Source: an optimization exercise on an open RTL-to-GDS flow (aim: small area). Production flows keep margins and buffers that such runs may drop. In this exercise RTL edits were held to simulation tests only and were not proved equivalent to the original. Power and IR drop assume default switching activity.

Setup of run A:
Design hem_core, start of the top module:
module hem_core (
    input              clk,
    input              rst,
    input              start,
    input      [11:0]  entry,
    input      [19:0]  state_ptr,
    input      [127:0] operands,
    output reg         busy,
    output     [11:0]  imem_addr,
    input      [31:0]  imem_rdata,
    output             dmem_en,
    output             dmem_we,
    output     [3:0]   dmem_be,
    output     [12:0]  dmem_addr,
    output     [31:0]  dmem_wdata,
    input      [31:0]  dmem_rdata,
    output             post_valid,
    output     [1:0]   post_dest,
    output     [31:0]  post_data,
    output reg         done,
    output reg [3:0]   done_cause,
    output     [11:0]  done_pc
);
Size: roughly 7100 cells after synthesis, about 660 flip-flops, ~340 I/O pins, roughly 0.052 sq mm of cells after synthesis.
Settings: LEC_CHECK=0, ABC_AREA=1, CAP_MARGIN=20, CORE_MARGIN=2, CORE_UTILIZATION=40, CTS_CLUSTER_DIAMETER=100, CTS_CLUSTER_SIZE=24, PLACE_DENSITY=0.6, SLEW_MARGIN=20; clock period 15.0 ns.
standard.sh (not shown) runs the stock make flow with config.mk's settings and CLKGATE_MAP_FILE= SYNTH_SCRIPT=/design/flow/synth_recipe.tcl, a recipe that flattens the netlist after the stock synthesis.
==> flow/flow/run.sh <==
#!/bin/bash
# Standard layout, except that the port buffers are the smallest buffer cell
# (buf_1) instead of the default clkdlybuf4s50_1, and clock tree synthesis
# uses clkbuf_8 with smaller clusters and inserts no dummy loads. Each tool's output goes to a log file in this folder.
set -euo pipefail
bash standard.sh synth > synth.log 2>&1
bash standard.sh BUFFER_PORTS_ARGS="-buffer_cell sky130_fd_sc_hd__buf_1" \
    CTS_ARGS="-sink_clustering_enable -repair_clock_nets -dont_use_dummy_load -sink_clustering_size 14 -sink_clustering_max_diameter 70 -buf_list sky130_fd_sc_hd__clkbuf_8" \
    finish > layout.log 2>&1
test -f out/final.def
Relative to run A, the following input files were edited for run B:
--- a/flow/flow/run.sh
+++ b/flow/flow/run.sh
@@ -8 +8 @@
-    CTS_ARGS="-sink_clustering_enable -repair_clock_nets -dont_use_dummy_load -sink_clustering_size 14 -sink_clustering_max_diameter 70 -buf_list sky130_fd_sc_hd__clkbuf_8" \
+    CTS_ARGS="-sink_clustering_enable -repair_clock_nets -dont_use_dummy_load -sink_clustering_size 16 -sink_clustering_max_diameter 80 -buf_list sky130_fd_sc_hd__clkbuf_8" \
### Flow results
For run A, the end of the critical path was st[1]$_SDFFE_PN0P_, unlike run B, where it was dr[3][15]$_DFF_P_.
Re placeable core region: no difference whatsoever between run A and run B.
Clock share of power delta for run B relative to run A: 1.2 points lower
Total via count after detailed routing: run A vs run B, no meaningful difference
Area overhead of the layout relative to synthesis (lower): run B
Run B vs. run A: largest incremental delay on the critical path was more or less identical; cell area after layout lost 0.37%; multi-input gate share of total cell area up 0.22 points.
Comparing run B with run A, the global-route wire length before repair came out essentially unchanged.
[inputs] run C vs run B
==> flow/flow/run.sh <==
#!/bin/bash
# Standard layout, except that the port buffers are the smallest buffer cell
# (buf_1) instead of the default clkdlybuf4s50_1. Each tool's output goes to
# a log file in this folder.
set -euo pipefail
bash standard.sh synth > synth.log 2>&1
bash standard.sh BUFFER_PORTS_ARGS="-buffer_cell sky130_fd_sc_hd__buf_1" finish > layout.log 2>&1
test -f out/final.def
### Flow results
Going from run B to run C, the sequential share of power was found to have gone down by 1.1 points. Re power after layout: run C and run B aren't equal, and the lower value belongs to run B. Relative to run B, internal power consumption has increased by about 5% in run C. Run C ran to completion and came out clean on the timing, DRC and antenna checks. The power share of the clock group reported for run C is greater than that of run B by 3.0 points. As far as async set or reset register ratio after synthesis goes, run C and run B are indistinguishable; the numbers are identical. Looking at run C and run B, the total wire length after detailed routing is a wash. Looking at total of fill cells in the finished design, run C sits about 0.56% lower than run B does. Of run C and run B, the higher logic gate share of total power belongs to run B. Taking run B as the reference, in run C design area increased about 0.9%, cell count along the critical path higher.
Inputs modified between run C and run D:
==> flow/flow/run.sh <==
#!/bin/bash
# Standard layout, except that the port buffers are the smallest buffer cell
# (buf_1) instead of the default clkdlybuf4s50_1, and clock tree synthesis
# inserts no dummy loads. Each tool's output goes to a log file in this folder.
set -euo pipefail
bash standard.sh synth > synth.log 2>&1
bash standard.sh BUFFER_PORTS_ARGS="-buffer_cell sky130_fd_sc_hd__buf_1" \
    CTS_ARGS="-sink_clustering_enable -repair_clock_nets -dont_use_dummy_load -sink_clustering_size 24 -sink_clustering_max_diameter 100" \
    finish > layout.log 2>&1
test -f out/final.def
Results
Run D vs run C, total power went down by about 1.7%.
On number of clock buffer instances in the layout: run D sits below run C.
[compare] base=run C new=run D: power density over the cells went down by 1.2%, net switching power figure -2.0%.
diff inputs: run D => run E
--- a/flow/flow/run.sh
+++ b/flow/flow/run.sh
@@ -4 +4 @@
-# inserts no dummy loads. Each tool's output goes to a log file in this folder.
+# uses clkbuf_8 with smaller clusters and inserts no dummy loads. Each tool's output goes to a log file in this folder.
@@ -8 +8 @@
-    CTS_ARGS="-sink_clustering_enable -repair_clock_nets -dont_use_dummy_load -sink_clustering_size 24 -sink_clustering_max_diameter 100" \
+    CTS_ARGS="-sink_clustering_enable -repair_clock_nets -dont_use_dummy_load -sink_clustering_size 16 -sink_clustering_max_diameter 72 -buf_list sky130_fd_sc_hd__clkbuf_8" \
Notes after the runs:
Core utilization essentially unchanged between run D and run E.
Comparing run E and run D, the higher power share of the combinational group is on run E.
On synthesized area, run E and run D are neck and neck.
Run E: all stages complete, timing, DRC and antenna checks passed
Run E vs run D — depth of the worst register-to-register path dropped 13%.
Between run E and run D, it is run E whose number of clock buffer instances in the layout is higher, by about 60%.

== alpha ==
Starting RTL as in the previous note.
clock: 15.0 ns
lec_check: 0
abc_area: 1
cap_margin: 20
core_margin: 2
core_utilization: 40
cts_cluster_diameter: 100
cts_cluster_size: 24
place_density: 0.6
slew_margin: 20
==> flow/flow/run.sh <==
#!/bin/bash
# Standard layout, except that the port buffers are the smallest buffer cell
# (buf_1) instead of the default clkdlybuf4s50_1, and clock tree synthesis
# uses clkbuf_8 with smaller clusters and inserts no dummy loads. Each tool's output goes to a log file in this folder.
set -euo pipefail
bash standard.sh synth > synth.log 2>&1
bash standard.sh BUFFER_PORTS_ARGS="-buffer_cell sky130_fd_sc_hd__buf_1" \
    CTS_ARGS="-sink_clustering_enable -repair_clock_nets -dont_use_dummy_load -sink_clustering_size 18 -sink_clustering_max_diameter 66 -buf_list sky130_fd_sc_hd__clkbuf_8" \
    finish > layout.log 2>&1
test -f out/final.def
For beta, these inputs were changed with respect to alpha:
==> flow/flow/run.sh <==
#!/bin/bash
# Standard layout, except that the port buffers are the smallest buffer cell
# (buf_1) instead of the default clkdlybuf4s50_1. Each tool's output goes to
# a log file in this folder.
set -euo pipefail
bash standard.sh synth > synth.log 2>&1
bash standard.sh BUFFER_PORTS_ARGS="-buffer_cell sky130_fd_sc_hd__buf_1" finish > layout.log 2>&1
test -f out/final.def
diff --git a/flow/config.mk b/flow/config.mk
--- a/flow/config.mk
+++ b/flow/config.mk
@@ -9 +9 @@
-export CAP_MARGIN = 20
+export CAP_MARGIN = 5
@@ -15 +15 @@
-export SLEW_MARGIN = 20
+export SLEW_MARGIN = 5
==> comparison <==
beta finished every stage; the final checks, however, were not passed, the failures being capacitance limit. Per the comparison of beta with alpha, critical path depth decreased 8.5%; worst IR drop on VDD now larger; combinational power barely changed.

-- afterwards: timing with drivers on the ports --
Ports are ideal in the flow. The routed layouts listed here were re-timed in OpenROAD. Step 1, drivers: a clkbuf_16 drives clk and a buf_2 each remaining input, both assumed. Step 2 also shifts input and output timing later by t, the mid clock arrival at the registers, as if the neighbouring blocks saw the same clock. Slacks: ideal ports / drivers / drivers and shift; pairs: ideal ports / drivers.
run | shift t [ns] | slack for setup (ns) | hold slack, ns | worst register clock-pin slew, ns | worst slew at a driven data input, ns
run A | 0.866 | 1.234 / 1.206 / 0.340 | 0.466 / 0.466 / 0.466 | 0.10 / 0.10 | 0.15
run B | 0.871 | 1.326 / 1.334 / 0.462 | 0.469 / 0.469 / 0.469 | 0.12 / 0.12 | 0.16
run C | 0.747 | 0.993 / 0.970 / 0.223 | 0.469 / 0.469 / 0.469 | 0.11 / 0.11 | 0.16
run D | 0.729 | 1.108 / 1.079 / 0.350 | 0.467 / 0.467 / 0.467 | 0.11 / 0.11 | 0.15
run E | 0.881 | 1.267 / 1.235 / 0.354 | 0.466 / 0.466 / 0.466 | 0.11 / 0.11 | 0.16
alpha | 0.867 | 1.260 / 1.228 / 0.361 | 0.467 / 0.467 / 0.467 | 0.11 / 0.11 | 0.16
beta | 0.758 | 0.721 / 0.693 / -0.065 | 0.469 / 0.469 / 0.469 | 0.11 / 0.11 | 0.16
The setup slack of run E, which loses most, moves by -0.032 ns with the drivers and by -0.913 ns with both steps.
